This design comes from an exercise in tuning for small area, a short achievable clock period and few clock cycles on the open sky130 flow, not from production work. Where RTL was checked, it was by simulation tests only, not by an equivalence proof against the original. For runs 1, 2 and 5 to 7, only the layout was checked, not whether the RTL still works. Power figures rest on the tool's default switching activity, not on a simulated workload.

File: flow/run.sh
#!/bin/bash
# The standard layout, with the port buffers built from plain buffers
# (buf_2) instead of the cell buffer_ports picks by itself.
set -euo pipefail
export BUFFER_PORTS_ARGS="-buffer_cell sky130_fd_sc_hd__buf_2"
bash standard.sh > standard.log 2>&1
File: standard.sh
#!/bin/bash
# synth_recipe.tcl (not shown) runs the flow's synth.tcl, then flattens the netlist and writes it again
# the make line also repeats each setting of config.mk as NAME=value (left out here)
make -C /OpenROAD-flow-scripts/flow DESIGN_CONFIG=/design/flow/config.mk WORK_HOME=/design/flow/orfs CLKGATE_MAP_FILE= SYNTH_SCRIPT=/design/flow/synth_recipe.tcl "${@:-finish}"
File: config.mk
export PLATFORM = sky130hd
export DESIGN_NAME = mxenc
export DESIGN_NICKNAME = mxenc
export VERILOG_FILES = /design/flow/design.v
export SDC_FILE = /design/flow/constraint.sdc
export NUM_CORES = 8
export LEC_CHECK = 0
export CAP_MARGIN = 20
export CORE_MARGIN = 2
export CORE_UTILIZATION = 55
export CTS_BUF_LIST = sky130_fd_sc_hd__clkbuf_8
export CTS_CLUSTER_DIAMETER = 55
export CTS_CLUSTER_SIZE = 18
export PLACE_DENSITY = 0.65
export SLEW_MARGIN = 20
export SYNTH_HIERARCHICAL = 0
File: constraint.sdc
create_clock -name core_clock -period 24.0 [get_ports {clk}]
set_input_delay 4.8000 -clock core_clock [delete_from_list [all_inputs] [get_ports {clk}]]
set_output_delay 4.8000 -clock core_clock [all_outputs]
set_load 0.01 [all_outputs]
File: design.v
module mx_src_pack (
    input  wire [31:0] x,
    input  wire [4:0]  nsh,
    output wire [1:0]  cls,     
    output wire [8:0]  xs,
    output wire [7:0]  fr
);
    wire [7:0]  e = x[30:23];
    wire [22:0] f = x[22:0];
    wire        e_max  = &e;
    wire        e_zero = ~|e;
    wire        f_zero = ~|f;
    assign cls = e_max ? (f_zero ? 2'd2 : 2'd3) : (e_zero && f_zero) ? 2'd1 : 2'd0;
    assign xs  = e_zero ? (9'd0 - {4'b0, nsh}) : {1'b0, e};
    assign fr  = e_zero ? {f[21:15], |f[14:0]} : {f[22:16], |f[15:0]};
endmodule
module mx_enc_align (
    input  wire [6:0]  dl,
    input  wire [7:0]  m,
    input  wire [2:0]  fsel,
    input  wire [9:0]  r,
    output wire [9:0]  d,
    output wire [7:0]  pre,
    output wire        g,
    output wire        st
);
    reg [2:0] mb;
    always @(*) begin
        case (fsel)
            3'd0: mb = 3'd3;
            3'd1: mb = 3'd2;
            3'd2: mb = 3'd2;
            3'd3: mb = 3'd3;
            3'd4: mb = 3'd1;
            default: mb = 3'd6;
        endcase
    end
    assign d = r - {{3{dl[6]}}, dl};
    wire       dneg = d[9];
    wire [3:0] dn   = 4'd0 - d[3:0];
    wire [3:0] rs   = !dneg ? 4'd0 : (d[9:3] != 7'h7F) ? 4'd8 : dn;
    wire [8:0] x0 = {1'b1, m};
    wire [8:0] x1 = rs[0] ? {1'b0, x0[8:1]} : x0;
    wire       s1 = rs[0] & x0[0];
    wire [8:0] x2 = rs[1] ? {2'b0, x1[8:2]} : x1;
    wire       s2 = s1 | (rs[1] & |x1[1:0]);
    wire [8:0] x3 = rs[2] ? {4'b0, x2[8:4]} : x2;
    wire       s3 = s2 | (rs[2] & |x2[3:0]);
    wire [8:0] y  = rs[3] ? 9'd0 : x3;
    wire       sy = rs[3] | s3;
    reg  [7:0] n;
    reg        gg, ss;
    always @(*) begin
        case (mb)
            3'd1: begin n = {1'b0, y[8:7]} ; gg = y[6]; ss = |y[5:0]; end
            3'd2: begin n = {5'b0, y[8:6]}; gg = y[5]; ss = |y[4:0]; end
            3'd3: begin n = {4'b0, y[8:5]}; gg = y[4]; ss = |y[3:0]; end
            default: begin n = {1'b0, y[8:2]}; gg = y[1]; ss = y[0]; end
        endcase
    end
    assign g  = gg;
    assign st = ss | sy;
    wire [4:0] eb1  = d[4:0] + 5'd1;
    wire [7:0] mask = ~(8'hFF << mb);
    assign pre = dneg ? n : ((({3'b0, eb1}) << mb) | (n & mask));
endmodule
module mx_enc_round (
    input  wire        s,
    input  wire [2:0]  cls,
    input  wire [7:0]  pre,
    input  wire        g,
    input  wire        st,
    input  wire [2:0]  fsel,
    input  wire        rtz,
    input  wire        nan_inf,
    output reg  [7:0]  code,
    output reg         f_of,
    output reg         f_uf,
    output reg         f_nx
);
    reg [6:0] maxcode;
    reg [2:0] wm1;
    reg       is_int;
    always @(*) begin
        is_int = 1'b0;
        case (fsel)
            3'd0: begin maxcode = 7'h7E; wm1 = 3'd7; end
            3'd1: begin maxcode = 7'h7B; wm1 = 3'd7; end
            3'd2: begin maxcode = 7'h1F; wm1 = 3'd5; end
            3'd3: begin maxcode = 7'h1F; wm1 = 3'd5; end
            3'd4: begin maxcode = 7'h07; wm1 = 3'd3; end
            default: begin maxcode = 7'h7F; wm1 = 3'd7; is_int = 1'b1; end
        endcase
    end
    wire       inc  = !rtz && g && (st || pre[0]);
    wire [7:0] cm   = pre + {7'b0, inc};
    wire       ovf  = cm > {1'b0, maxcode};
    wire       zr   = (cm == 8'd0);
    wire [7:0] sgn = {7'b0, s} << wm1;
    wire [7:0] sat = is_int ? (s ? 8'h81 : 8'h7F) : (sgn | {1'b0, maxcode});
    wire [7:0] int_code = s ? (8'd0 - cm) : cm;
    always @(*) begin
        code = 8'h00;
        f_of = 1'b0;
        f_uf = 1'b0;
        f_nx = 1'b0;
        case (cls)
            3'd4: begin
                f_uf = 1'b1;
                f_nx = 1'b1;
                code = is_int ? 8'h00 : sgn;
            end
            3'd3: code = (fsel == 3'd0) ? 8'h7F : (fsel == 3'd1) ? 8'h7E : 8'h00;
            3'd2: begin
                if (nan_inf && fsel == 3'd1) begin
                    code = sgn | 8'h7C;
                end else begin
                    f_of = 1'b1;
                    f_nx = 1'b1;
                    code = (nan_inf && fsel == 3'd0) ? (sgn | 8'h7F) : sat;
                end
            end
            3'd1: code = is_int ? 8'h00 : sgn;
            default: begin
                if (ovf) begin
                    f_of = 1'b1;
                    f_nx = 1'b1;
                    if (nan_inf && !rtz)
                        code = (fsel == 3'd0) ? (sgn | 8'h7F) : (sgn | 8'h7C);
                    else
                        code = sat;
                end else begin
                    f_nx = g || st;
                    f_uf = zr;
                    code = is_int ? int_code : (sgn | cm);
                end
            end
        endcase
    end
endmodule
module mxenc (
    input  wire         clk,
    input  wire         rst,           
    input  wire         in_valid,
    output wire         in_ready,
    input  wire [31:0]  in_data,       
    input  wire [3:0]   in_fmt,        
    input  wire [3:0]   in_ctl,        
    output reg          out_valid,
    input  wire         out_ready,
    output reg  [7:0]   out_scale,
    output wire [255:0] out_data,
    output reg  [3:0]   out_flags,     
    output reg          out_err        
);
    reg [5:0] in_cfg;
    always @(*) begin
        in_cfg[2:0] = 3'd0;
        in_cfg[5]   = 1'b0;
        case (in_fmt)
            4'h4: in_cfg[2:0] = 3'd0;
            4'h5: in_cfg[2:0] = 3'd1;
            4'h6: in_cfg[2:0] = 3'd2;
            4'h7: in_cfg[2:0] = 3'd3;
            4'h8: in_cfg[2:0] = 3'd4;
            4'h9: in_cfg[2:0] = 3'd5;
            default: in_cfg[5] = 1'b1;
        endcase
        if (in_ctl > 4'd3) in_cfg[5] = 1'b1;
        if (in_ctl[0] && !(in_fmt == 4'h4 || in_fmt == 4'h5)) in_cfg[5] = 1'b1;
        in_cfg[4] = in_ctl[1];
        in_cfg[3] = in_ctl[0];
    end
    reg         in_ready_r;
    assign in_ready = in_ready_r;
    wire in_fire = in_valid && in_ready_r && !rst;
    reg [31:0] i0_d;
    reg [5:0]  i0_cfg;
    reg        i0_v;
    reg [4:0]  nsh;                 
    wire       i0_un = (i0_d[30:23] == 8'd0) && (i0_d[22:0] != 23'd0) && !i0_d[22];
    always @(posedge clk) begin
        if (in_fire) begin
            i0_d   <= in_data;
            i0_cfg <= in_cfg;
            nsh    <= 5'd0;
        end else if (i0_v && i0_un) begin
            i0_d[22:0] <= {i0_d[21:0], 1'b0};
            nsh        <= nsh + 5'd1;
        end
    end
    wire in_un   = (in_data[30:23] == 8'd0) && (in_data[22:0] != 23'd0) && !in_data[22];
    wire i0_ok_n = in_fire ? !in_un : (!i0_un || i0_d[21]);
    wire [1:0] c0_cls;
    wire [8:0] c0_xs;
    wire [7:0] c0_fr;
    mx_src_pack u_pack (.x(i0_d), .nsh(nsh), .cls(c0_cls), .xs(c0_xs), .fr(c0_fr));
    wire       c0_s = i0_d[31];
    reg [4:0]  h;                   
    reg [12:0] ring [0:31];
    reg [4:0]  wcnt;                
    reg [4:0]  dcnt;                
    reg        wm;                  
    reg        dm;                  
    reg        dpend;               
    reg        pd;                  
    wire        stall;
    wire        stall_n;            
    wire        drain  = pd && !stall;
    wire        wr     = i0_v && !i0_un && wm && (!dpend || (wcnt < dcnt) || drain);
    wire [4:0]  h1     = h + 5'd1;
    wire        wlast  = wr && (wcnt == 5'd31);
    wire        wfirst = (wcnt == 5'd0);
    reg  [8:0] lead;                
    reg        any_fnz;             
    reg  [8:0] lc_e;                
    reg  [4:0] lc;                  
    reg        any_nan, any_snan;
    reg  [5:0] cfg_blk;
    wire       c0_zero = (c0_cls == 2'd1);
    wire       c0_inf  = (c0_cls == 2'd2);
    wire       c0_nan  = (c0_cls == 2'd3);
    wire       c0_fnz  = (c0_cls == 2'd0);
    wire [5:0] k_cfg   = wfirst ? i0_cfg : cfg_blk;
    wire       k_int   = (k_cfg[2:0] == 3'd5);
    reg  [5:0] k_w;                 
    always @(*) begin
        case (k_cfg[2:0])
            3'd0: k_w = 6'd19;
            3'd1: k_w = 6'd33;
            3'd2: k_w = 6'd10;
            3'd3: k_w = 6'd7;
            3'd4: k_w = 6'd5;
            default: k_w = 6'd8;
        endcase
    end
    wire       nolead  = wfirst || !any_fnz;
    wire [9:0] dlw     = {lead[8], lead} - {c0_xs[8], c0_xs};
    wire       newmax  = c0_fnz && (nolead || dlw[9]);
    wire       restart = c0_fnz && (nolead || (dlw[9] && (dlw[8:6] != 3'b111 ||
                                   (k_int && (dlw[5:3] != 3'b111 || dlw[2:0] == 3'd0)))));
    wire       tinyw   = c0_fnz && !newmax && ((dlw[8:6] != 3'd0) || (dlw[5:0] >= k_w));
    wire [6:0] dlq     = restart ? 7'd0 : dlw[6:0];
    wire [1:0] c0_sc   = c0_zero ? 2'd0 : c0_inf ? 2'd1 : c0_nan ? 2'd2 : 2'd3;
    reg  [12:0] c0_q;
    always @(*) begin
        if (k_int)
            c0_q = (!c0_fnz || tinyw) ? {c0_s, 4'b1000, c0_sc, 6'd0}
                                      : {c0_s, dlq[3:0], c0_fr};
        else
            c0_q = (!c0_fnz || tinyw) ? {c0_s, 7'd63, c0_sc, 3'd0}
                                      : {c0_s, dlq, c0_fr[7:4], |c0_fr[3:0]};
    end
    integer ri;
    always @(posedge clk) begin
        for (ri = 0; ri < 31; ri = ri + 1)
            ring[ri] <= ring[ri + 1];
        ring[31] <= wr ? c0_q : ring[0];
    end
    wire dpend_n = wlast || (dpend && !(drain && dcnt == 5'd31));
    wire dm_n    = wlast || drain || (h1 == dcnt);
    wire wm_n    = wr || (h1 == wcnt);
    wire i0_v_n  = (i0_v && !wr) || in_fire;
    always @(posedge clk) begin
        if (rst) begin
            i0_v       <= 1'b0;
            in_ready_r <= 1'b1;
            h          <= 5'd31;
            wcnt       <= 5'd0;
            wm         <= 1'b0;
        end else begin
            i0_v <= i0_v_n;
            h    <= h1;
            wm   <= wm_n;
            if (wr) wcnt <= h1;             
            in_ready_r <= !i0_v_n || (i0_ok_n && wm_n && (!dpend_n || (dpend_n && dm_n && !stall_n)));
        end
        if (wr) begin
            if (newmax) lead <= c0_xs;
            any_fnz <= c0_fnz || (!wfirst && any_fnz);
            if (restart) begin
                lc_e <= c0_xs;
                lc   <= wcnt;
            end
            any_nan  <= c0_nan || (!wfirst && any_nan);
            any_snan <= (c0_nan && !i0_d[22]) || (!wfirst && any_snan);
            if (wfirst) cfg_blk <= i0_cfg;
        end
    end
    always @(posedge clk) begin
        if (rst) begin
            dpend <= 1'b0;
            dcnt  <= 5'd0;
            dm    <= 1'b0;
            pd    <= 1'b0;
        end else begin
            dpend <= dpend_n;
            dm    <= dm_n;
            pd    <= dpend_n && dm_n;
            if (wlast) dcnt <= 5'd0;
            else if (drain) dcnt <= h1;     
        end
    end
    wire [2:0] b_fsel = cfg_blk[2:0];
    reg  [4:0] b_emax;
    reg  [4:0] b_memin;             
    always @(*) begin
        case (b_fsel)
            3'd0: begin b_emax = 5'd8;  b_memin = 5'd6;  end
            3'd1: begin b_emax = 5'd15; b_memin = 5'd14; end
            3'd2: begin b_emax = 5'd4;  b_memin = 5'd2;  end
            3'd3: begin b_emax = 5'd2;  b_memin = 5'd0;  end
            3'd4: begin b_emax = 5'd2;  b_memin = 5'd0;  end
            default: begin b_emax = 5'd0; b_memin = 5'd0; end
        endcase
    end
    wire [9:0] sc_raw   = {lead[8], lead} - {5'b0, b_emax};
    wire [7:0] b_scale  = !any_fnz ? 8'd127 : sc_raw[9] ? 8'd0 : sc_raw[7:0];
    wire [9:0] b_r      = {lc_e[8], lc_e} - {2'b0, b_scale} + {5'b0, b_memin};
    wire       b_err    = cfg_blk[5];
    wire       b_nanblk = any_nan && (b_fsel != 3'd0) && (b_fsel != 3'd1);
    reg  [2:0] a_fsel;
    reg        a_rtz, a_naninf, a_err, a_nanblk, a_snan;
    reg  [7:0] a_scale;
    reg  [4:0] a_lc;
    reg        a_int;
    reg  [2:0] r_fsel;
    reg        r_rtz, r_naninf, r_zero;
    reg  [1:0] r_wsel;              
    wire drain0 = drain && (dcnt == 5'd0);
    always @(posedge clk) begin
        if (drain0) begin
            a_fsel   <= b_fsel;
            a_rtz    <= cfg_blk[4];
            a_naninf <= cfg_blk[3];
            a_err    <= b_err;
            a_nanblk <= b_nanblk;
            a_snan   <= any_snan;
            a_scale  <= b_scale;
            a_lc     <= lc;
            a_int    <= (b_fsel == 3'd5);
        end
    end
    reg        d1_v;
    reg        d1_s, d1_spc;
    reg [6:0]  d1_dl;
    reg [7:0]  d1_m;
    wire       d1_first = (dcnt == 5'd1);
    wire       d1_last  = (dcnt == 5'd0);
    wire [4:0] d1_idx   = dcnt - 5'd1;
    reg  [9:0] rr;                  
    wire [12:0] hq    = ring[0];
    wire        h_int = drain0 ? (b_fsel == 3'd5) : a_int;
    always @(posedge clk) begin
        if (rst) d1_v <= 1'b0;
        else if (!stall) d1_v <= drain;
        if (!stall) begin
            d1_s   <= hq[12];
            d1_spc <= h_int ? (hq[11:8] == 4'b1000) : (hq[11:5] == 7'd63);
            d1_dl  <= h_int ? {{3{hq[11]}}, hq[11:8]} : hq[11:5];
            d1_m   <= h_int ? hq[7:0] : {hq[4:1], 3'b000, hq[0]};
        end
    end
    wire [1:0] d1_sc  = d1_m[7:6];
    wire       early  = (d1_idx < a_lc);
    wire [2:0] al_cls = d1_spc ? ((d1_sc == 2'd3) ? 3'd4 : {1'b0, d1_sc + 2'd1}) :
                        early ? 3'd4 : 3'd0;
    wire       al_g, al_st;
    wire [9:0] al_d;
    wire [7:0] al_pre;
    mx_enc_align u_align (
        .dl(d1_dl), .m(d1_m), .fsel(a_fsel), .r(rr),
        .d(al_d), .pre(al_pre), .g(al_g), .st(al_st)
    );
    always @(posedge clk) begin
        if (drain0) rr <= b_r;
        else if (d1_v && !stall && !d1_spc && !early && d1_dl[6]) rr <= al_d;
    end
    reg        d2_v;
    reg        d2_s, d2_g, d2_st;
    reg [2:0]  d2_cls;
    reg [7:0]  d2_pre;
    reg [1:0]  d2_idx;
    reg        d2_first, d2_last;
    always @(posedge clk) begin
        if (rst) d2_v <= 1'b0;
        else if (!stall) d2_v <= d1_v;
        if (!stall) begin
            d2_s     <= d1_s;
            d2_g     <= al_g;
            d2_st    <= al_st;
            d2_cls   <= al_cls;
            d2_pre   <= al_pre;
            d2_idx   <= d1_idx[1:0];
            d2_first <= d1_first;
            d2_last  <= d1_last;
            if (d1_v && d1_first) begin
                r_fsel   <= a_fsel;
                r_rtz    <= a_rtz;
                r_naninf <= a_naninf;
                r_zero   <= a_err || a_nanblk;
                r_wsel   <= a_err ? 2'd0 : (a_fsel == 3'd2 || a_fsel == 3'd3) ? 2'd1 :
                            (a_fsel == 3'd4) ? 2'd2 : 2'd0;
            end
        end
    end
    wire [7:0] e_code;
    wire       e_of, e_uf, e_nx;
    mx_enc_round u_round (
        .s(d2_s), .cls(d2_cls), .pre(d2_pre), .g(d2_g), .st(d2_st),
        .fsel(r_fsel), .rtz(r_rtz), .nan_inf(r_naninf),
        .code(e_code), .f_of(e_of), .f_uf(e_uf), .f_nx(e_nx)
    );
    wire [7:0] code = r_zero ? 8'd0 : e_code;
    reg  [2:0] facc;                
    wire [2:0] fl_now = d2_first ? {e_of, e_uf, e_nx} : (facc | {e_of, e_uf, e_nx});
    reg [247:0] o;
    reg [7:0]   t;
    assign out_data = {t, o};
    reg [7:0] acc;                  
    reg       emit;
    reg [7:0] byte_in;
    always @(*) begin
        case (r_wsel)
            2'd1: begin
                emit = (d2_idx != 2'd0);
                case (d2_idx)
                    2'd1: byte_in = {code[1:0], acc[5:0]};
                    2'd2: byte_in = {code[3:0], acc[3:0]};
                    default: byte_in = {code[5:0], acc[1:0]};
                endcase
            end
            2'd2: begin
                emit    = d2_idx[0];
                byte_in = {code[3:0], acc[3:0]};
            end
            default: begin
                emit    = !d2_first;
                byte_in = acc;
            end
        endcase
    end
    assign stall = out_valid && d2_v && emit;
    wire take  = d2_v && !stall;
    wire shift = take && emit;
    wire   out_valid_n = (out_valid && !out_ready) || (take && d2_last);
    assign stall_n = out_valid_n && (stall ? emit : (d1_v && !d1_first));
    always @(posedge clk) begin
        if (take) begin
            facc <= fl_now;
            case (r_wsel)
                2'd1: case (d2_idx)
                    2'd0: acc <= {2'b0, code[5:0]};
                    2'd1: acc <= {4'b0, code[5:2]};
                    2'd2: acc <= {6'b0, code[5:4]};
                    default: ;
                endcase
                2'd2: acc <= {4'b0, code[3:0]};
                default: acc <= code;
            endcase
            if (d2_last) t <= (r_wsel == 2'd0) ? code : 8'd0;
        end
        if (shift) begin
            o[239:0]   <= o[247:8];
            o[247:240] <= (r_wsel == 2'd0) ? byte_in : 8'd0;
            if (r_wsel == 2'd1) o[191:184] <= byte_in;
            if (r_wsel == 2'd2) o[127:120] <= byte_in;
        end
    end
    always @(posedge clk) begin
        if (rst) begin
            out_valid <= 1'b0;
        end else begin
            if (out_valid && out_ready) out_valid <= 1'b0;
            if (take && d2_last) begin
                out_valid      <= 1'b1;
                out_flags[2:0] <= r_zero ? 3'd0 : fl_now;
            end
        end
        if (take && d2_idx == 2'd1) begin
            out_scale    <= a_err ? 8'd0 : a_nanblk ? 8'hFF : a_scale;
            out_err      <= a_err;
            out_flags[3] <= a_snan && !a_err;
        end
    end
endmodule
==> results of run 1 <==
[routing by layer]
layer / vias up / track usage [%]
li1: 8161 / -
met1: 8100 / 28.3
met2: 540 / 34.5
met3: 93 / 3.59
met4: 0 / 6.33
met5: - / 0
[cell type report]
type                    count  area, sq um  share of cell area [%]
flip-flops and latches    869        21600                    66.0
repair buffers            324         1650                    5.04
clock buffers              63          867                    2.65
clock inverters            39          320                   0.977
well taps                 688          861                    2.63
multi-input cells        1068         7060                    21.5
inverters                  99          372                    1.13
[power groups by stage]
stage | clock network (W) | logic, W | registers (W)
after floorplan | 0 | 0.0000400 | 0.00160
after global placement | 0 | 0.0000532 | 0.00160
after detailed placement | 0 | 0.0000546 | 0.00160
after CTS | 0.000762 | 0.0000548 | 0.00157
after global routing | 0.000816 | 0.0000621 | 0.00157
final | 0.000733 | 0.0000547 | 0.00157
[path summary, 6_finish.rpt]
path                           from                   to  cells after the start
max          out_valid$_SDFFE_PP0P_            out_valid                      1
min reg2reg      ring[1][8]$_DFF_P_   ring[0][8]$_DFF_P_                      0
min              ring[1][8]$_DFF_P_   ring[0][8]$_DFF_P_                      0
max reg2reg      i0_d[26]$_DFFE_PP_  ring[31][4]$_DFF_P_                     19
[cell usage after synthesis, types with 5 or more instances]
library cell    n
a211o_1         6
a211oi_1       18
a21boi_0        9
a21o_1         13
a21oi_1        72
a221oi_1        6
a22oi_1         6
a31oi_1        21
and2_1         24
and3_1         13
buf_2           9
clkbuf_1       47
dfxtp_1       445
edfxtp_1      424
fa_1            7
ha_1           74
inv_1          97
mux2_2         14
mux2i_1        17
nand2_1       175
nand2b_1       24
nand3_1        36
nand4_1        11
nand4b_1        5
nor2_1        126
nor2b_1        33
nor3_1         30
nor3b_1         7
nor4_1         15
o211a_1         5
o211ai_1       15
o21a_1         16
o21ai_0        69
o21bai_1        7
o22ai_1        15
o31ai_1         6
or2_2          10
or3_1          11
or4_1          10
xnor2_1        37
xor2_1         20
[cells by family after synthesis]
| family | synth area share (%) |
|---|---|
| muxes | 1.19 |
| buffers and inverters | 2.19 |
| and+or+nand+nor | 9.22 |
| DFF | 73.8 |
| AOI/OAI and AO/OA | 8.16 |
| adders and majority gates | 3.70 |
| xor gates and xnor gates | 1.76 |
[flip-flops by register name, indices dropped and copies added, names as in the netlist, 6 cells and up]
name	count
out_scale	8
d1_m	8
t	8
cfg_blk	6
acc	8
ring	416
i0_cfg	6
d1_dl	7
a_scale	8
rr	10
o	248
i0_d	32
lead	9
lc_e	9
d2_pre	8
[stage by stage]
stage	area, sq um	util (%)	setup slack, ns	power (W)
floorplan	29300	-	10.90	0.00164
global placement	31600	60.0	17.40	0.00165
detailed placement	31600	60.0	17.31	0.00165
CTS	32800	62.2	17.60	0.00238
global route	32800	62.2	17.56	0.00244
finish	32800	62.2	17.67	0.00235
==> qor.csv, run 1 <==
metric,value,unit
Congestion Overflow GR,0,
largest net degree at the start of global routing,99,
Setup CP Type,register to output pin,
Synth Net Count,2222,
Clock Latency Late Sink,0.72,ns
Yosys top cell area share,43.4,%
Final Cycle Share,26.4,%
Gate Count Post-Synth,2097,
Final TNS setup,0,ns
Die Y-Extent,235,um
Resized Gates After CTS,0,
area added between synthesis and finish,11.7,%
sequential power share,66.5,%
via count,16900,
Worst Tran Pin Value,1.05,ns
worst hold path class,register to register,
"Cell Area, Synth",29300,sq um
yosys warns,4,
main flop type after synthesis,dfxtp_1,
1st-pass router iterations,5,
Post-synth EDFFs,424,
Row Count,84,
Startpoint Class,register,
mean post-synth cell area,14.0,sq um
n_diodes,0,
post-route ant nets,0,
routed wl met3,3.37,mm
Max Fclk,158,MHz
layout cells sized above 1,18.8,%
H-tree depth,2,
final hold vios,0,
CTS tree,yes,
"area leader, netlist",edfxtp_1,
critical-path cell list,buf_2,
FF-to-FF setup slack,18.07,ns
Fillers,4043,
core region area,52700,sq um
drt wl/cell,18.6,um
WHS,0.323,ns
Yosys reg bits,869,
pwr/cell area,71.8,nW/um^2
register area share after synthesis,73.8,%
Cells after DPL,3048,
fraction of registers with async set/reset,0,%
port bufs,314,
CP Capture Type,output pin,
DRC viols,0,
worst path required time,19.20,ns
Die ar.,55200,sq um
clk sinks,869,
"commonest non-fill, non-tap cell in the layout",dfxtp_1,
Initial Util,55.7,%
"Arr. time, crit path",1.53,ns
Root Buffer Master,clkbuf_8,
Lkg Pwr,12.7,nW
Clock Power Share,31.2,%
Switching Share,21.1,%
Crit path buffers/inverters,1,
final slew viol count,0,
most frequent cells in the layout,"dfxtp_1 (445), edfxtp_1 (424), buf_2 (314), nand2_1 (175), nor2_1 (126)",
"top cells by area, synth","edfxtp_1 (43%), dfxtp_1 (30%), ha_1 (3.2%)",
DRT Wirelength,58.6,mm
Max clock buf depth,3,
TritonCTS Buffers,60,
top layer in use,met4,
max_slew headroom,29.8,%
CP max stage cell,dfxtp_1,
max-cap violations,0,
number of top-level pins,315,
global-route wire length before repair,91.6,mm
Comb power frac,2.3,%
Internal Power,0.00186,W
Die W,235,um
Final Setup Violations,0,
"Largest stage delay, worst path",0.59,ns
DP HPWL,42.1,mm
Peak VDD IR,0.0000650,V
sw power,0.000496,W
CP top delay family,flip-flops,
Max Clock Skew,0.0395,ns
number of antenna violations at the first check in global routing,0,
largest fanout on the critical path,8,
clk slew on worst S/H paths,0.11,ns
All-Layer GR Usage,20.9,%
min Tclk post-route,6.33,ns
run status,finished clean,
fin cells,3150,
WL met1,25.9,mm
routed vias/inst,5.36,
# Post-CTS Setup Buffers,0,
1st-iter DRT viols,1145,
hold_buf cts,0,
vias in the first global route,16200,
nets@finish,2547,
DR WL met2,28.0,mm
Netlist cell types,97,
RSZ-0062 raised after global routing,false,
Routability Congestion,0.887,
==> run 2: changes to the inputs <==
--- a/design.v
+++ b/design.v
@@ -442,3 +442,4 @@
     end
-    assign stall = out_valid && d2_v && emit;
+    reg    stall_r;
+    assign stall = stall_r;
     wire take  = d2_v && !stall;
@@ -446,3 +447,12 @@
     wire   out_valid_n = (out_valid && !out_ready) || (take && d2_last);
-    assign stall_n = out_valid_n && (stall ? emit : (d1_v && !d1_first));
+    wire [1:0] d1_wsel = !d1_first ? r_wsel :
+                         a_err ? 2'd0 : (a_fsel == 3'd2 || a_fsel == 3'd3) ? 2'd1 :
+                         (a_fsel == 3'd4) ? 2'd2 : 2'd0;
+    wire   d1_emit = (d1_wsel == 2'd1) ? (d1_idx[1:0] != 2'd0) :
+                     (d1_wsel == 2'd2) ? d1_idx[0] : !d1_first;
+    assign stall_n = out_valid_n && (stall ? emit : (d1_v && d1_emit));
+    always @(posedge clk) begin
+        if (rst) stall_r <= 1'b0;
+        else     stall_r <= stall_n;
+    end
     always @(posedge clk) begin
==> run 2 against run 1 <==
Effect of this change:
- non-clock buffer count increased by 7
- power increased by 0.15%
- die area decreased by 0.39%
- worst hold slack got worse by 0.031 ns
- design area decreased by 0.26%
- register-to-register slack improved by 0.18 ns
- critical path depth increased by 7
- critical path type is now input pin to register
- highest routed layer unchanged
==> qor.csv, run 2 <==
metric,value,unit
worst hold path class,register to register,
register area share after synthesis,74.1,%
pwr/cell area,72.1,nW/um^2
# Post-CTS Setup Buffers,0,
Final Cycle Share,27.0,%
Initial Util,55.6,%
Setup CP Type,input pin to register,
Pwr Total,0.00236,W
Yosys reg bits,870,
final hold vios,0,
Max Fclk,154,MHz
drt wl/cell,18.9,um
H-tree depth,2,
max_slew headroom,34.7,%
port bufs,314,
CP Capture Type,register,
max reg flops,416,
sequential power share,66.7,%
CP top delay family,buffers and inverters,
"Cell Area, Synth",29200,sq um
Row Count,84,
Gate Count Post-Synth,2092,
Switching Share,21.3,%
core region area,52600,sq um
Crit path buffers/inverters,4,
Die W,234,um
fraction of registers with async set/reset,0,%
Yosys top cell area share,43.6,%
nets@finish,2544,
Final TNS setup,0,ns
vias in the first global route,15900,
Internal Power,0.00185,W
CTS tree,yes,
n_diodes,0,
Routability Congestion,0.847,
DP HPWL,42.9,mm
"commonest non-fill, non-tap cell in the layout",dfxtp_1,
TritonCTS Buffers,59,
top flop regs,"ring (416), o (248), i0_d (32)",
most frequent cells in the layout,"dfxtp_1 (446), edfxtp_1 (424), buf_2 (314), nand2_1 (182), nor2_1 (128)",
Root Buffer Master,clkbuf_8,
"top cells by area, synth","edfxtp_1 (44%), dfxtp_1 (31%), ha_1 (3.2%)",
largest fanout on the critical path,46,
Lkg Pwr,12.7,nW
1st-iter DRT viols,1143,
GR Util met1,28.5,%
run status,finished clean,
CP max stage cell,nand3_1,
met2 Usage GRT,35.1,%
DRC viols,0,
Clock Latency Late Sink,0.75,ns
routing usage on met3,3.13,%
number of top-level pins,315,
Comb power frac,2.7,%
routed vias/inst,5.38,
yosys warns,4,
Max clock buf depth,3,
Worst Tran Pin Value,0.978,ns
DRT Wirelength,59.5,mm
Most common cell on crit path,inv_1,
Clock Power Share,30.6,%
area added between synthesis and finish,11.9,%
via count,16900,
Netlist cell types,89,
Post-synth EDFFs,424,
most frequent cell after synthesis,dfxtp_1,
min Tclk post-route,6.48,ns
post-route ant nets,0,
Resized Gates After CTS,0,
Congestion Overflow GR,0,
GRT busiest layer,met2,
clk sinks,870,
1st-pass router iterations,5,
Max Clock Skew,0.0735,ns
RSZ-0062 raised after global routing,false,
final slew viol count,0,
"area leader, netlist",edfxtp_1,
Die ar.,55000,sq um
number of antenna violations at the first check in global routing,1,
critical-path cell list,buf_2 > inv_1 > nand3_1 > inv_1 > buf_4 > nand4_1 > o2bb2ai_1 > o31ai_1,
Startpoint Class,input pin,
clk slew on worst S/H paths,0.10,ns
sw power,0.000501,W
Peak VDD IR,0.0000619,V
All-Layer GR Usage,21.0,%
most flop-heavy register,ring,
worst path required time,24.62,ns
max-cap violations,0,
hold_buf cts,0,
mean post-synth cell area,14.0,sq um
layout cells sized above 1,18.9,%
Die Y-Extent,234,um
commonest cells in the netlist,"dfxtp_1 (446), edfxtp_1 (424), nand2_1 (182), nor2_1 (128), inv_1 (104)",
Synth Net Count,2217,
"Largest stage delay, worst path",0.61,ns
main flop type after synthesis,dfxtp_1,
"Arr. time, crit path",7.10,ns
Final Setup Violations,0,
largest net degree at the start of global routing,76,
global-route wire length before repair,89.2,mm
run 2: changes by cell type after synthesis, sizes merged, moves of 8 or more:
cell,change
clkbuf,+10
a21o,+10
nor3,+11
nand2b,-10
o21ai,-8
run 2: through the flow:
stage          hold slack, ns  area (sq um)  utilization [%]  worst slack (ns)  std cells
3_3_place_gp            0.310         31500             60.0             16.87       3046
2_1_floorplan           0.310         29200                -             16.50       2092
6_report                0.292         32700             62.2             17.52       3142
3_5_place_dp            0.312         31500             60.0             16.77       3046
5_1_grt                 0.306         32700             62.2             17.28       3142
4_1_cts                 0.296         32700             62.2             17.59       3142
run 2: power by group through the flow:
stage / clock [W] / combinational [W] / sequential [W]
after floorplan: 0 / 0.0000460 / 0.00160
after global placement: 0 / 0.0000616 / 0.00161
after detailed placement: 0 / 0.0000634 / 0.00161
after CTS: 0.000748 / 0.0000638 / 0.00157
after global routing: 0.000797 / 0.0000718 / 0.00157
final: 0.000720 / 0.0000640 / 0.00157
run 2: path summary, 6_finish.rpt:
check                          start  cells past startpoint               endpoint  slack [ns]
setup reg to reg  i0_d[24]$_DFFE_PP_                     16    ring[31][5]$_DFF_P_       18.25
setup / recovery                 rst                      8  in_ready_r$_SDFF_PP1_       17.52
hold reg to reg   ring[2][7]$_DFF_P_                      0     ring[1][7]$_DFF_P_        0.29
hold / removal    ring[2][7]$_DFF_P_                      0     ring[1][7]$_DFF_P_        0.29
run 2: cell type report:
cell class | instances | area (sq um)
clock buffer | 62 | 853
sequential | 870 | 21700
fill | 4059 | 19900
inverter | 106 | 398
tap | 688 | 861
multi-input combinational | 1051 | 6930
clock inverter | 34 | 284
timing repair buffer | 331 | 1700
run 2: per-layer routing:
| metal | wire length [um] | vias to the layer above |
|---|---|---|
| li1 | - | 8114 |
| met2 | 28800 | 540 |
| met4 | 1480 | 0 |
| met3 | 3730 | 101 |
| met5 | 0 | - |
| met1 | 25500 | 8143 |
run 2: cells by family after synthesis:
logic type	share of synthesized area [%]
mux	1.56
xor+xnor	1.88
compound gates	8.03
flops	74.1
fa+ha+maj	3.65
simple gates	8.50
buf+inv	2.24
==> run 3: changes to the inputs <==
--- a/design.v
+++ b/design.v
@@ -175,3 +175,3 @@
     assign in_ready = in_ready_r;
-    wire in_fire = in_valid && in_ready_r && !rst;
+    wire in_fire = in_valid && in_ready_r;
     reg [31:0] i0_d;
--- a/config.mk
+++ b/config.mk
@@ -7,2 +7,3 @@
 export LEC_CHECK = 0
+export ABC_AREA = 1
 export CAP_MARGIN = 20
==> run 3 against run 2 <==
Effect of this change:
- sequential cell count unchanged
- synthesized cell count up 11%
- core utilization down 0.11 points
- largest cell class unchanged
- clock power up 0.7%
- sequential power about the same
- power up 0.86%
- largest power group unchanged
- fmax up 4.5%
- worst hold slack better by 0.026 ns
==> qor.csv, run 3 <==
metric,value,unit
run status,finished clean,
Switching Share,21.3,%
RR Startpoint,cfg_blk[2]$_DFFE_PP_,
worst hold path endpoint,ring[29][8]$_DFF_P_,
fraction of registers with async set/reset,0,%
global-route wire length before repair,87.8,mm
RSZ-0062 raised after global routing,false,
multiplexer area fraction after synthesis,0.0691,%
clk slew on worst S/H paths,0.10,ns
CP Capture Type,output pin,
Die Y-Extent,233,um
largest family of logic cells by synthesized area,simple AND/OR/NAND/NOR gates,
adder-cell area share of the yosys netlist,3.68,%
# Post-CTS Setup Buffers,0,
Max Clock Skew,0.0562,ns
Congestion Overflow GR,0,
Die W,233,um
area added between synthesis and finish,12.2,%
routed vias/inst,5.03,
worst hold path class,register to register,
nets@finish,2791,
Final Cycle Share,25.8,%
CTS tree,yes,
Final TNS setup,0,ns
via count,17100,
1st-pass router iterations,6,
Synth Net Count,2437,
yosys warns,4,
DR WL met2,27.5,mm
final hold vios,0,
port bufs,314,
Lkg Pwr,13.5,nW
Pwr Total,0.00238,W
Max Fclk,161,MHz
number of top-level pins,315,
WL met1,24.9,mm
sw power,0.000507,W
critical-path cell list,buf_2,
final slew viol count,0,
hold_buf cts,0,
CP max stage cell,edfxtp_1,
Gate Count Post-Synth,2312,
"Largest stage delay, worst path",0.49,ns
Netlist cell types,58,
sequential power share,66.4,%
register area share after synthesis,74.8,%
Setup CP Type,register to output pin,
Clock Latency Late Sink,0.73,ns
top layer in use,met4,
largest net degree at the start of global routing,87,
worst path required time,19.20,ns
H-tree depth,2,
number of antenna violations at the first check in global routing,1,
mean post-synth cell area,12.5,sq um
max reg flops,416,
main flop type after synthesis,dfxtp_1,
vias in the first global route,16300,
max_slew headroom,31.4,%
"Arr. time, crit path",1.40,ns
FF-to-FF setup slack,18.60,ns
TritonCTS Buffers,59,
drt wl/cell,16.8,um
"Cell Area, Synth",29000,sq um
Peak VDD IR,0.0000566,V
Yosys top cell area share,44.0,%
XOR/XNOR share of the synthesized area,1.27,%
simple-gate area share of the yosys netlist,11.7,%
Comb power frac,3.0,%
top flop regs,"ring (416), o (248), i0_d (32)",
All-Layer GR Usage,20.6,%
layout cells sized above 1,16.4,%
CP top delay family,flip-flops,
Row Count,84,
Post-synth EDFFs,424,
most frequent cell after synthesis,dfxtp_1,
Startpoint Class,register,
Crit path buffers/inverters,1,
FF-to-FF End,rr[8]$_DFFE_PP_,
most flop-heavy register,ring,
DRT Wirelength,57.0,mm
hold path startpoint,ring[30][8]$_DFF_P_,
most frequent cells in the layout,"dfxtp_1 (446), edfxtp_1 (424), nand2_1 (403), buf_2 (314), inv_1 (284)",
"commonest non-fill, non-tap cell in the layout",dfxtp_1,
routed wl met3,3.54,mm
Worst Tran Pin Value,1.03,ns
Final Setup Violations,0,
complex-gate fraction of the synthesized area,4.44,%
post-route ant nets,0,
Yosys reg bits,870,
clk sinks,870,
Clock Power Share,30.5,%
core region area,52300,sq um
Die ar.,54500,sq um
Routability Congestion,0.869,
largest fanout on the critical path,2,
max-cap violations,0,
commonest cells in the netlist,"dfxtp_1 (446), edfxtp_1 (424), nand2_1 (403), inv_1 (264), nor2_1 (171)",
1st-iter DRT viols,970,
pwr/cell area,73.1,nW/um^2
Root Buffer Master,clkbuf_8,
cells on worst reg2reg path,27,
Initial Util,55.3,%
DRC viols,0,
"top cells by area, synth","edfxtp_1 (44%), dfxtp_1 (31%), nand2_1 (5.2%)",
Resized Gates After CTS,0,
Max clock buf depth,3,
"area leader, netlist",edfxtp_1,
min Tclk post-route,6.20,ns
DP HPWL,42.0,mm
hold path depth,0,
Internal Power,0.00187,W
## run 3: changes by cell type after synthesis, sizes merged, moves of 26 or more
cell    previous run  this run
nor2b             26         0
clkbuf            57        23
nand3             32       102
xnor2             36         9
nor2             129       179
o21ai             66       123
inv              105       268
nand2            183       411
## run 3: how the worst max path moves through the flow
stage	start	cells past startpoint	endpoint
floorplan	stall_r$_SDFF_PP0_	3	o[0]$_DFFE_PP_
global placement	in_valid	8	in_ready_r$_SDFF_PP1_
detailed placement	in_valid	8	in_ready_r$_SDFF_PP1_
CTS	o[121]$_DFFE_PP_	1	out_data[121]
global route	o[121]$_DFFE_PP_	1	out_data[121]
finish	o[121]$_DFFE_PP_	1	out_data[121]
## run 3: worst reg2reg max path: cells and delay by family (launching register included)
kind	cells	cell delay [ns]
flops	1	0.46
xor+xnor	1	0.14
fa+ha+maj	3	1.21
simple gates	10	1.36
compound gates	9	1.58
buf+inv	4	0.40
## run 3: area by class of cell
| cell class | instances | area (sq um) |
|---|---|---|
| sequential | 870 | 21700 |
| fill | 4202 | 19800 |
| multi-input combinational | 1137 | 6130 |
| timing repair buffer | 323 | 1640 |
| inverter | 275 | 1040 |
| clock buffer | 63 | 867 |
| tap | 688 | 861 |
| clock inverter | 37 | 293 |
| antenna | 1 | 2.50 |
## run 3: through the flow
stage,instance area (sq um),util (%),cells,worst slack (ns),hold slack (ns)
4_1_cts,32500,62.1,3393,17.70,0.310
2_1_floorplan,29000,-,2312,11.50,0.310
6_report,32500,62.1,3394,17.80,0.318
5_1_grt,32500,62.1,3394,17.73,0.311
3_3_place_gp,31300,59.9,3293,17.51,0.310
3_5_place_dp,31300,59.9,3293,17.48,0.312
## run 3: kinds of logic (layout without fill, tap and decap cells)
family                   Yosys count  count (layout)
flip-flops                       870             870
buffers and inverters            305             698
multiplexers                       2               2
other                              0               1
XOR/XNOR                          42              42
AND/OR/NAND/NOR                  783             783
AO/OA/AOI/OAI                    229             229
adder cells (fa/ha/maj)           81              81
## run 3: power groups by stage
stage	clock network (W)	logic, W	registers (W)
after floorplan	0	0.0000520	0.00161
after global placement	0	0.0000707	0.00161
after detailed placement	0	0.0000722	0.00161
after CTS	0.000756	0.0000725	0.00158
after global routing	0.000807	0.0000832	0.00158
final	0.000725	0.0000722	0.00158
## run 3: layer usage
layer	global-route usage (%)	up-vias
met4	5.14	0
li1	-	8427
met1	27.7	8071
met5	0	-
met2	34.8	489
met3	3.72	85
Testbench counts of run 3, summed over its fixed seeds: cycles 12,576.
==> run 4: changes to the inputs <==
--- a/config.mk
+++ b/config.mk
@@ -7,3 +7,2 @@
 export LEC_CHECK = 0
-export ABC_AREA = 1
 export CAP_MARGIN = 20
==> run 4 against run 3 <==
Effect of this change:
- clock power decreased by 1%
- sequential share of layout area barely moved
- core utilization hardly changed
- largest cell class unchanged
- global-route usage down 0.063 points
- worst hold slack improved by 0.0031 ns
- highest routed layer unchanged
- power is essentially flat
==> qor.csv, run 4 <==
metric,value,unit
run status,finished clean,
Internal Power,0.00187,W
fraction of registers with async set/reset,0,%
drt wl/cell,18.1,um
"Largest stage delay, worst path",0.49,ns
DRT Wirelength,57.0,mm
sequential power share,66.7,%
Routability Congestion,0.863,
FF-to-FF setup slack,18.34,ns
Post-synth EDFFs,424,
Final TNS setup,0,ns
final hold vios,0,
Congestion Overflow GR,0,
mean post-synth cell area,13.9,sq um
register area share after synthesis,74.6,%
DP Area,31300,sq um
post-route ant nets,0,
Netlist cell types,78,
layout cells sized above 1,17.9,%
Clock Latency Late Sink,0.71,ns
Switching Share,21.4,%
yosys warns,4,
worst path required time,19.20,ns
Initial Util,55.5,%
clk sinks,870,
Gate Count Post-Synth,2086,
1st-pass router iterations,5,
fin cells,3144,
largest fanout on the critical path,2,
main flop type after synthesis,dfxtp_1,
final slew viol count,0,
RSZ-0062 raised after global routing,false,
number of top-level pins,315,
WHS,0.321,ns
RR Startpoint,i0_d[28]$_DFFE_PP_,
critical-path cell list,buf_2,
Final Cycle Share,25.8,%
Row Count,84,
via count,16600,
CTS tree,yes,
max-cap violations,0,
CP Capture Type,output pin,
Die W,234,um
Root Buffer Master,clkbuf_8,
cell depth of the worst setup path,1,
vias in the first global route,15900,
Yosys reg bits,870,
cells on worst reg2reg path,19,
Comb power frac,3.1,%
min Tclk post-route,6.18,ns
most flop-heavy register,ring,
max reg flops,416,
TritonCTS Buffers,59,
Yosys top cell area share,43.8,%
Final Setup Violations,0,
CP Launch Point,o[132]$_DFFE_PP_,
1st-iter DRT viols,962,
H-tree depth,2,
Fillers,4053,
"Cell Area, Synth",29000,sq um
"commonest non-fill, non-tap cell in the layout",dfxtp_1,
CP top delay family,flip-flops,
Cells after DPL,3040,
most frequent cells in the layout,"dfxtp_1 (446), edfxtp_1 (424), buf_2 (314), nand2_1 (177), nor2_1 (139)",
Worst Tran Pin Value,1.08,ns
Lkg Pwr,12.6,nW
Die Y-Extent,234,um
clk slew on worst S/H paths,0.10,ns
Resized Gates After CTS,0,
Startpoint Class,register,
global-route wire length before repair,87.8,mm
"area leader, netlist",edfxtp_1,
Clock Power Share,30.2,%
Die ar.,54700,sq um
pre-CTS WS,17.48,ns
Max Fclk,162,MHz
max_slew headroom,28.2,%
top flop regs,"ring (416), o (248), i0_d (32)",
hold_buf cts,0,
sw power,0.000508,W
Setup CP Type,register to output pin,
most frequent cell after synthesis,dfxtp_1,
DP HPWL,41.0,mm
routed vias/inst,5.29,
worst hold path class,register to register,
nets@finish,2538,
Seq. cell area,21700,sq um
# Post-CTS Setup Buffers,0,
Crit path buffers/inverters,1,
FF-to-FF End,ring[31][8]$_DFF_P_,
port bufs,314,
DRC viols,0,
area added between synthesis and finish,11.9,%
CP max stage cell,edfxtp_1,
core region area,52300,sq um
fin area,32500,sq um
All-Layer GR Usage,20.5,%
Max Clock Skew,0.0203,ns
"top cells by area, synth","edfxtp_1 (44%), dfxtp_1 (31%), ha_1 (3.2%)",
number of antenna violations at the first check in global routing,1,
pwr/cell area,73.1,nW/um^2
largest net degree at the start of global routing,87,
Worst Slack Setup Final,17.82,ns
footprint of the multi-input gates,6800,sq um
Synth Net Count,2211,
commonest cells in the netlist,"dfxtp_1 (446), edfxtp_1 (424), nand2_1 (177), nor2_1 (139), inv_1 (100)",
crit path capture,out_data[132],
Max clock buf depth,3,
Peak VDD IR,0.0000671,V
"Arr. time, crit path",1.38,ns
## run 4: logic make-up after synthesis
family / share of synthesized area [%]
flops: 74.6
simple gates: 9.07
compound gates: 7.40
buf+inv: 2.05
fa+ha+maj: 3.67
xor+xnor: 1.87
mux: 1.35
## run 4: worst min path at each step
stage	start	endpoint	slack, ns	depth (start not counted)
detailed placement	ring[18][11]$_DFF_P_	ring[17][11]$_DFF_P_	0.31	0
CTS	ring[5][6]$_DFF_P_	ring[4][6]$_DFF_P_	0.32	0
global placement	ring[23][3]$_DFF_P_	ring[22][3]$_DFF_P_	0.31	0
global route	ring[22][9]$_DFF_P_	ring[21][9]$_DFF_P_	0.33	0
floorplan	ring[1][0]$_DFF_P_	ring[0][0]$_DFF_P_	0.31	0
finish	ring[7][9]$_DFF_P_	ring[6][9]$_DFF_P_	0.32	0
## run 4: layer usage
layer / vias to the layer above / routed length, um / part of all wire [%] / track usage, %
li1: 8073 / - / - / -
met1: 7928 / 25300 / 44 / 28.3
met2: 542 / 26200 / 46 / 33.0
met3: 100 / 3720 / 6.5 / 3.38
met4: 0 / 1800 / 3.2 / 7.67
met5: - / 0 / 0 / 0
## run 4: layout make-up
cell class	count	area share (%)
sequential	870	66.7
multi-input combinational	1058	20.9
timing repair buffer	323	5.04
tap	688	2.65
clock buffer	60	2.54
inverter	101	1.17
clock inverter	43	0.997
antenna	1	0.00770
## run 4: power groups by stage
stage / Sequential (W) / Clock (W) / Combinational (W)
2_1_floorplan: 0.00161 / 0 / 0.0000545
3_3_place_gp: 0.00162 / 0 / 0.0000717
3_5_place_dp: 0.00162 / 0 / 0.0000739
4_1_cts: 0.00159 / 0.000744 / 0.0000745
5_1_grt: 0.00159 / 0.000794 / 0.0000837
6_report: 0.00158 / 0.000716 / 0.0000747
## run 4: through the flow
stage	power [W]	util [%]
6_report	0.00238	62.1
5_1_grt	0.00247	62.1
4_1_cts	0.00240	62.1
3_5_place_dp	0.00169	59.9
3_3_place_gp	0.00169	59.9
2_1_floorplan	0.00167	-
==> run 5: changes to the inputs <==
--- a/design.v
+++ b/design.v
@@ -95,8 +95,8 @@
     wire       inc  = !rtz && g && (st || pre[0]);
-    wire [7:0] cm   = pre + {7'b0, inc};
-    wire       ovf  = cm > {1'b0, maxcode};
-    wire       zr   = (cm == 8'd0);
+    wire       neg  = is_int && s;
+    wire [7:0] v    = (pre ^ {8{neg}}) + {7'b0, inc ^ neg};
+    wire       ovf  = ({1'b0, pre} > {2'b0, maxcode}) || (pre == {1'b0, maxcode} && inc);
+    wire       zr   = (pre == 8'd0) && !inc;
     wire [7:0] sgn = {7'b0, s} << wm1;
     wire [7:0] sat = is_int ? (s ? 8'h81 : 8'h7F) : (sgn | {1'b0, maxcode});
-    wire [7:0] int_code = s ? (8'd0 - cm) : cm;
     always @(*) begin
@@ -134,3 +134,3 @@
                     f_uf = zr;
-                    code = is_int ? int_code : (sgn | cm);
+                    code = is_int ? v : (sgn | v);
                 end
==> run 5 against run 4 <==
Effect of this change:
- count of clock-buffer cells in the layout up 5
- first-iteration DRC count up 51%
- setup slack better by 0.017 ns
- non-clock buffer count increased by 2
- register-to-register slack lost 0.02 ns
- clock skew up 0.039 ns
- synthesized area grew 0.13%
- largest cell class unchanged
- via count up 0.13%
- clock power grew 4.7%
- still clean
- critical path type unchanged
==> qor.csv, run 5 <==
metric,value,unit
run status,finished clean,
pre-CTS WS,17.32,ns
max-cap violations,0,
DRC viols,0,
yosys warns,4,
Synth Net Count,2145,
RSZ-0062 raised after global routing,false,
FF-to-FF End,ring[31][9]$_DFF_P_,
"Largest stage delay, worst path",0.46,ns
All-Layer GR Usage,20.9,%
global-route wire length before repair,89.4,mm
"Arr. time, crit path",1.37,ns
Fillers,4087,
Routability Congestion,0.861,
n_diodes,0,
Die ar.,54700,sq um
via count,16700,
mean post-synth cell area,14.4,sq um
min Tclk post-route,6.17,ns
clk slew on worst S/H paths,0.11,ns
max reg flops,416,
most frequent cell after synthesis,dfxtp_1,
Seq. cell area,21700,sq um
Gate Count Post-Synth,2021,
FF-to-FF setup slack,18.32,ns
CP max stage cell,edfxtp_1,
port bufs,314,
CTS tree,yes,
Initial Util,55.4,%
max_slew headroom,28.8,%
Netlist cell types,81,
post-route ant nets,0,
Setup CP Type,register to output pin,
worst hold path class,register to register,
CP Capture Type,output pin,
core region area,52400,sq um
Die W,234,um
Crit path buffers/inverters,1,
area added between synthesis and finish,12.2,%
hold path startpoint,ring[8][10]$_DFF_P_,
Worst Tran Pin Value,1.07,ns
Post-synth EDFFs,424,
largest net degree at the start of global routing,85,
1st-pass router iterations,5,
final slew viol count,0,
Peak VDD IR,0.0000590,V
top flop regs,"ring (416), o (248), i0_d (32)",
H-tree depth,2,
Yosys reg bits,870,
footprint of the multi-input gates,6840,sq um
Clock Latency Late Sink,0.72,ns
worst path required time,19.20,ns
WHS,0.308,ns
main flop type after synthesis,dfxtp_1,
"Cell Area, Synth",29100,sq um
fraction of registers with async set/reset,0,%
most flop-heavy register,ring,
number of antenna violations at the first check in global routing,1,
hold_buf cts,0,
worst hold path endpoint,ring[7][10]$_DFF_P_,
hold path depth,0,
Startpoint Class,register,
"top cells by area, synth","edfxtp_1 (44%), dfxtp_1 (31%), ha_1 (3.1%)",
1st-iter DRT viols,1451,
layout cells sized above 1,19.8,%
Max Fclk,162,MHz
Lkg Pwr,12.5,nW
commonest cells in the netlist,"dfxtp_1 (446), edfxtp_1 (424), nor2_1 (119), nand2_1 (112), inv_1 (92)",
Final Cycle Share,25.7,%
Max clock buf depth,3,
Congestion Overflow GR,0,
"commonest non-fill, non-tap cell in the layout",dfxtp_1,
CP top delay family,flip-flops,
cell depth of the worst setup path,1,
largest fanout on the critical path,2,
DP HPWL,42.9,mm
Resized Gates After CTS,0,
TritonCTS Buffers,61,
number of top-level pins,315,
most frequent cells in the layout,"dfxtp_1 (446), edfxtp_1 (424), buf_2 (314), nor2_1 (119), nand2_1 (112)",
Final Setup Violations,0,
Root Buffer Master,clkbuf_8,
register area share after synthesis,74.5,%
"area leader, netlist",edfxtp_1,
nets@finish,2475,
Worst Slack Setup Final,17.83,ns
DRT Wirelength,58.9,mm
pwr/cell area,73.4,nW/um^2
drt wl/cell,19.1,um
Max Clock Skew,0.0596,ns
Final TNS setup,0,ns
vias in the first global route,16000,
RR Startpoint,i0_d[28]$_DFFE_PP_,
Die Y-Extent,234,um
critical-path cell list,buf_2,
cells on worst reg2reg path,17,
clk sinks,870,
Yosys top cell area share,43.8,%
routed vias/inst,5.41,
final hold vios,0,
Row Count,84,
# Post-CTS Setup Buffers,0,
## run 5: cell types whose count changed after synthesis, moves of 7 or more
| cell | previous run | this run |
|---|---|---|
| o21ai_0 | 72 | 60 |
| a211oi_1 | 14 | 23 |
| clkbuf_1 | 55 | 48 |
| nor2_1 | 139 | 119 |
| nor2b_1 | 27 | 38 |
| inv_1 | 100 | 92 |
| mux2_2 | 17 | 41 |
| a21boi_0 | 3 | 12 |
| nand3_1 | 38 | 25 |
| nand2_1 | 177 | 112 |
| and2_1 | 28 | 20 |
## run 5: routing by layer
layer	vias up	wire, um	track usage [%]
met1	8107	25200	27.4
met4	0	1410	6.03
met5	-	0	0
met2	509	29000	36.1
met3	95	3350	3.39
li1	7954	-	-
## run 5: power by group
group          switching [W]  internal [W]   total, W  leakage [nW]
combinational      0.0000391     0.0000278  0.0000669          4.26
clock               0.000463      0.000287   0.000750         0.695
sequential         0.0000105       0.00156    0.00158          7.53
## run 5: cell families (layout without fill, tap and decap cells)
family	Yosys count	after routing	synth area share [%]
adder cells (fa/ha/maj)	80	80	3.62
multiplexers	65	65	2.41
flip-flops	870	870	74.5
XOR/XNOR	57	57	1.72
buffers and inverters	154	524	2.03
AO/OA/AOI/OAI	347	347	8.11
AND/OR/NAND/NOR	448	448	7.62
## run 5: final cells by class
class | instances | area share, %
Clock buffer | 65 | 2.74
Clock inverter | 38 | 1.05
Inverter | 96 | 1.10
Multi-Input combinational cell | 997 | 21.0
Sequential cell | 870 | 66.4
Tap cell | 688 | 2.64
Timing Repair Buffer | 325 | 5.07
## run 5: how the worst max path moves through the flow
| stage | endpoint | start | slack (ns) |
|---|---|---|---|
| 2_1_floorplan | o[0]$_DFFE_PP_ | r_wsel[1]$_DFFE_PP_ | 16.48 |
| 3_3_place_gp | i0_d[5]$_DFFE_PP_ | in_valid | 17.40 |
| 3_5_place_dp | i0_d[8]$_DFFE_PP_ | in_valid | 17.32 |
| 4_1_cts | out_data[195] | o[195]$_DFFE_PP_ | 17.78 |
| 5_1_grt | out_data[195] | o[195]$_DFFE_PP_ | 17.74 |
| 6_report | out_data[130] | o[130]$_DFFE_PP_ | 17.83 |
## run 5: metrics by stage
stage	power (W)	area (sq um)	utilization [%]	cells
global placement	0.00167	31400	59.8	2975
global route	0.00248	32600	62.2	3079
CTS	0.00242	32600	62.2	3078
detailed placement	0.00168	31400	59.8	2975
floorplan	0.00165	29100	-	2021
finish	0.00239	32600	62.2	3079
==> run 6: changes to the inputs <==
--- a/config.mk
+++ b/config.mk
@@ -13,3 +13,3 @@
 export CTS_CLUSTER_SIZE = 18
-export PLACE_DENSITY = 0.65
+export PLACE_DENSITY = 0.8
 export SLEW_MARGIN = 20
==> run 6 against run 5 <==
Effect of this change:
- power is 0.92% lower
- setup slack worse by 0.067 ns
- clock skew is 0.017 ns lower
- sequential share of layout area is 0.087 points higher
- still clean
- critical endpoint is now out_data[235]
- sequential cell count stayed put
==> qor.csv, run 6 <==
metric,value,unit
worst path required time,19.20,ns
Startpoint Class,register,
clk sinks,870,
Final Setup Violations,0,
WHS,0.300,ns
Max Clock Skew,0.0427,ns
hold path startpoint,ring[21][8]$_DFF_P_,
worst hold path class,register to register,
most frequent cells in the layout,"dfxtp_1 (446), edfxtp_1 (424), buf_2 (314), nor2_1 (119), nand2_1 (112)",
RR Startpoint,i0_d[28]$_DFFE_PP_,
Gate Count Post-Synth,2021,
Crit path buffers/inverters,1,
Yosys top cell area share,43.8,%
Lkg Pwr,12.5,nW
main flop type after synthesis,dfxtp_1,
Root Buffer Master,clkbuf_8,
"Arr. time, crit path",1.43,ns
pwr/cell area,72.8,nW/um^2
min Tclk post-route,6.23,ns
via count,16700,
commonest cells in the netlist,"dfxtp_1 (446), edfxtp_1 (424), nor2_1 (119), nand2_1 (112), inv_1 (92)",
port bufs,314,
top flop regs,"ring (416), o (248), i0_d (32)",
mean post-synth cell area,14.4,sq um
"commonest non-fill, non-tap cell in the layout",dfxtp_1,
Setup CP Type,register to output pin,
Final Cycle Share,26.0,%
DP HPWL,41.6,mm
vias in the first global route,15800,
Final TNS setup,0,ns
register area share after synthesis,74.5,%
CP top delay family,flip-flops,
max reg flops,416,
"Largest stage delay, worst path",0.53,ns
Synth Net Count,2145,
Row Count,84,
Clock Latency Late Sink,0.72,ns
"Cell Area, Synth",29100,sq um
H-tree depth,2,
Worst Tran Pin Value,1.02,ns
Worst Slack Setup Final,17.77,ns
DRC viols,0,
Peak VDD IR,0.0000721,V
drt wl/cell,18.7,um
Yosys reg bits,870,
global-route wire length before repair,87.2,mm
most flop-heavy register,ring,
1st-iter DRT viols,1273,
yosys warns,4,
CP max stage cell,edfxtp_1,
Die Y-Extent,234,um
Post-synth EDFFs,424,
final hold vios,0,
most frequent cell after synthesis,dfxtp_1,
final slew viol count,0,
largest net degree at the start of global routing,84,
DRT Wirelength,57.5,mm
# Post-CTS Setup Buffers,0,
Die ar.,54700,sq um
core region area,52400,sq um
hold_buf cts,0,
Max clock buf depth,3,
nets@finish,2474,
number of top-level pins,315,
max-cap violations,0,
CP Launch Point,o[235]$_DFFE_PP_,
Max Fclk,160,MHz
CTS tree,yes,
TritonCTS Buffers,61,
CP Capture Type,output pin,
All-Layer GR Usage,20.4,%
largest fanout on the critical path,2,
fraction of registers with async set/reset,0,%
layout cells sized above 1,19.8,%
Initial Util,55.4,%
Netlist cell types,81,
"area leader, netlist",edfxtp_1,
"top cells by area, synth","edfxtp_1 (44%), dfxtp_1 (31%), ha_1 (3.1%)",
max_slew headroom,31.8,%
1st-pass router iterations,5,
Congestion Overflow GR,0,
run status,finished clean,
Routability Congestion,0.888,
routed vias/inst,5.41,
Die W,234,um
RSZ-0062 raised after global routing,false,
number of antenna violations at the first check in global routing,1,
clk slew on worst S/H paths,0.10,ns
area added between synthesis and finish,12.0,%
post-route ant nets,0,
critical-path cell list,buf_2,
pre-CTS WS,17.32,ns
Resized Gates After CTS,0,
[run 6: layer usage]
metal	up-vias	track usage [%]	share of wire (%)
met4	0	7.42	3.1
met3	106	2.97	6.4
met5	-	0	0
li1	7971	-	-
met1	7979	26.8	42
met2	603	34.8	49
[run 6: report_power, final]
group          internal, W  leakage, nW  switching [W]   total, W
Combinational    0.0000278         4.26      0.0000393  0.0000671
Clock             0.000273        0.680       0.000455   0.000728
Sequential         0.00156         7.53      0.0000106    0.00158
Total              0.00187         12.5       0.000505    0.00237
[run 6: layout make-up]
| cell class | instances | area, sq um |
|---|---|---|
| clock inverter | 39 | 314 |
| timing repair buffer | 324 | 1650 |
| fill | 3769 | 19900 |
| antenna | 1 | 2.50 |
| tap | 688 | 861 |
| clock buffer | 64 | 881 |
| multi-input combinational | 997 | 6840 |
| inverter | 96 | 360 |
| sequential | 870 | 21700 |
[run 6: cells by family after synthesis]
family / count (synthesis) / synth area share (%)
DFF: 870 / 74.5
xor gates and xnor gates: 57 / 1.72
AOI/OAI and AO/OA: 347 / 8.11
buffers and inverters: 154 / 2.03
muxes: 65 / 2.41
and+or+nand+nor: 448 / 7.62
adders and majority gates: 80 / 3.62
[run 6: path summary, 6_finish.rpt]
| path | endpoint | slack (ns) | cells after the start |
|---|---|---|---|
| min reg2reg | ring[20][8]$_DFF_P_ | 0.30 | 0 |
| min | ring[20][8]$_DFF_P_ | 0.30 | 0 |
| max | out_data[235] | 17.77 | 1 |
| max reg2reg | ring[31][9]$_DFF_P_ | 18.32 | 17 |
[run 6: per-stage QoR]
stage                     cells  power (W)  instance area (sq um)  util, %
final                      3079    0.00237                  32600     62.1
after global placement     2975    0.00167                  31400     59.8
after global routing       3079    0.00246                  32600     62.1
after CTS                  3078    0.00239                  32600     62.1
after floorplan            2021    0.00165                  29100        -
after detailed placement   2975    0.00167                  31400     59.8
==> run 7: changes to the inputs <==
--- a/config.mk
+++ b/config.mk
@@ -9,3 +9,3 @@
 export CORE_MARGIN = 2
-export CORE_UTILIZATION = 55
+export CORE_UTILIZATION = 60
 export CTS_BUF_LIST = sky130_fd_sc_hd__clkbuf_8
@@ -13,3 +13,3 @@
 export CTS_CLUSTER_SIZE = 18
-export PLACE_DENSITY = 0.8
+export PLACE_DENSITY = 0.7
 export SLEW_MARGIN = 20
==> run 7 against run 6 <==
Effect of this change:
- still clean on timing, DRC and antenna
- sequential power hardly changed
- critical path depth stayed put
- routed wire length is 1.5% lower
- highest routed layer unchanged
==> qor.csv, run 7 <==
metric,value,unit
Seq. cell area,21700,sq um
yosys warns,4,
core region area,47700,sq um
Startpoint Class,register,
max-cap violations,0,
Gate Count Post-Synth,2021,
Lkg Pwr,12.5,nW
top flop regs,"ring (416), o (248), i0_d (32)",
Row Count,80,
routed vias/inst,5.50,
Routability Congestion,0.891,
final slew viol count,0,
mean post-synth cell area,14.4,sq um
"area leader, netlist",edfxtp_1,
pwr/cell area,72.3,nW/um^2
max_slew headroom,29.0,%
RSZ-0062 raised after global routing,false,
Peak VDD IR,0.0000670,V
clk slew on worst S/H paths,0.12,ns
Die Y-Extent,224,um
drt wl/cell,18.9,um
max reg flops,416,
adder-cell area share of the yosys netlist,3.62,%
Root Buffer Master,clkbuf_8,
CP Capture Type,output pin,
most flop-heavy register,ring,
largest family of logic cells by synthesized area,compound AO/OA/AOI/OAI gates,
1st-iter DRT viols,1188,
XOR/XNOR share of the synthesized area,1.72,%
Die W,224,um
simple-gate area share of the yosys netlist,7.62,%
final hold vios,0,
"Arr. time, crit path",1.42,ns
Final Setup Violations,0,
Final Util,67.9,%
multiplexer area fraction after synthesis,2.41,%
Yosys reg bits,870,
"top cells by area, synth","edfxtp_1 (44%), dfxtp_1 (31%), ha_1 (3.1%)",
Yosys top cell area share,43.8,%
Die ar.,50200,sq um
register area share after synthesis,74.5,%
fraction of registers with async set/reset,0,%
port bufs,314,
Final Cycle Share,25.9,%
Netlist cell types,81,
main flop type after synthesis,dfxtp_1,
All-Layer GR Usage,22.4,%
vias in the first global route,15700,
footprint of the multi-input gates,6840,sq um
area added between synthesis and finish,11.5,%
Crit path buffers/inverters,1,
Worst Tran Pin Value,1.06,ns
via count,16500,
Synth Net Count,2145,
min Tclk post-route,6.22,ns
clk sinks,870,
commonest cells in the netlist,"dfxtp_1 (446), edfxtp_1 (424), nor2_1 (119), nand2_1 (112), inv_1 (92)",
Resized Gates After CTS,0,
hold_buf cts,0,
CTS tree,yes,
"Largest stage delay, worst path",0.49,ns
"Cell Area, Synth",29100,sq um
most frequent cell after synthesis,dfxtp_1,
Congestion Overflow GR,0,
CP top delay family,flip-flops,
nets@finish,2472,
number of antenna violations at the first check in global routing,1,
Final TNS setup,0,ns
worst hold path class,register to register,
Max clock buf depth,3,
complex-gate fraction of the synthesized area,8.11,%
H-tree depth,2,
DP HPWL,40.7,mm
critical-path cell list,buf_2,
Initial Util,60.9,%
run status,finished clean,
Fillers,3415,
largest net degree at the start of global routing,91,
post-route ant nets,0,
Max Clock Skew,0.0792,ns
Post-synth EDFFs,424,
TritonCTS Buffers,58,
worst path required time,19.20,ns
WHS,0.318,ns
Clock Latency Late Sink,0.74,ns
CP max stage cell,edfxtp_1,
1st-pass router iterations,6,
largest fanout on the critical path,1,
number of top-level pins,315,
DRT Wirelength,56.7,mm
Setup CP Type,register to output pin,
Max Fclk,161,MHz
DRC viols,0,
global-route wire length before repair,87.9,mm
layout cells sized above 1,19.6,%
"commonest non-fill, non-tap cell in the layout",dfxtp_1,
# Post-CTS Setup Buffers,0,
most frequent cells in the layout,"dfxtp_1 (446), edfxtp_1 (424), buf_2 (314), nor2_1 (119), inv_1 (115)",
run 7: metal layers:
layer	global-route usage, %	vias up	routed length, um
met5	0	-	0
met4	5.42	0	1010
met3	4.22	74	3630
met2	37.9	495	27600
met1	30.1	8000	24500
li1	-	7949	-
run 7: cell families (layout without fill, tap and decap cells):
group,Yosys count,count (layout)
simple gates,448,448
buf+inv,154,520
other cells,0,1
mux,65,65
fa+ha+maj,80,80
flops,870,870
compound gates,347,347
xor+xnor,57,57
run 7: worst register-to-register path, cell delays in order (launching register included):
cell and delay, ns:
edfxtp_1 0.45, or4_1 0.55, nor4_2 0.25, nor2b_1 0.82, a21oi_1 0.24, ha_1 0.43, o21ai_0 0.12, a21oi_1 0.34
mux2i_1 0.22, nand2_1 0.15, ha_1 0.34, nand2_1 0.05, o31ai_1 0.32, a21oi_1 0.10, a21oi_2 0.44, nor2_1 0.26
a22o_1 0.27, o21ai_0 0.15
run 7: worst paths after layout:
check                                                start              endpoint  slack (ns)  depth (start not counted)
worst max-delay path            out_scale[1]$_SDFFCE_PP0P_          out_scale[1]       17.78                          1
worst min-delay path                   ring[2][12]$_DFF_P_   ring[1][12]$_DFF_P_        0.32                          0
worst max register to register          i0_d[28]$_DFFE_PP_  ring[31][10]$_DFF_P_       18.36                         17
worst min register to register         ring[2][12]$_DFF_P_   ring[1][12]$_DFF_P_        0.32                          0
run 7: per-stage QoR:
| stage | instance area, sq um | std cells | setup WS (ns) | power (W) |
|---|---|---|---|---|
| after global routing | 32400 | 3003 | 17.72 | 0.00243 |
| after floorplan | 29100 | 2021 | 16.48 | 0.00165 |
| after CTS | 32400 | 3001 | 17.75 | 0.00237 |
| after global placement | 31300 | 2902 | 17.40 | 0.00167 |
| after detailed placement | 31300 | 2902 | 17.32 | 0.00168 |
| final | 32400 | 3003 | 17.78 | 0.00234 |
run 7: layout make-up:
cell class | count | area share, %
sequential | 870 | 66.8
multi-input combinational | 997 | 21.1
timing repair buffer | 325 | 5.16
clock buffer | 63 | 2.67
tap | 615 | 2.37
inverter | 96 | 1.11
clock inverter | 36 | 0.779
antenna | 1 | 0.00772
run 7: where the power goes:
group          switching [W]  internal [W]
Combinational      0.0000385     0.0000277
Sequential         0.0000105       0.00156
Clock               0.000439      0.000263
Total               0.000488       0.00186

## re-timing with driven ports
In the flow no input, the clock included, has a driving cell. The finished layouts below were timed again as built, in two steps. Step 1 assumes that a clkbuf_16 drives the clock port and a buf_2 every other input. Step 2 times the ports against the registers' clock, not the clock port: input delays grow and output delays shrink by t, the midpoint of the rising clock arrivals with the driver on. Three values: ideal ports, drivers, drivers and shift; two values: the first two.
run	t (ns)	setup slack, ns	worst data-port slew with drivers (ns)
run 1	0.758	17.669 / 17.614 / 17.330	0.06
run 2	0.766	17.519 / 17.534 / 16.767	0.08
run 3	0.758	17.798 / 17.740 / 17.547	0.05
run 4	0.754	17.816 / 17.764 / 17.484	0.07
run 5	0.744	17.833 / 17.781 / 17.362	0.08
run 6	0.748	17.766 / 17.714 / 17.323	0.09
run 7	0.758	17.779 / 17.725 / 17.345	0.06
After both steps setup and hold are still met in every run listed. For run 2, which loses most, drivers alone change the setup slack by +0.015 ns; drivers and shift together by -0.752 ns.
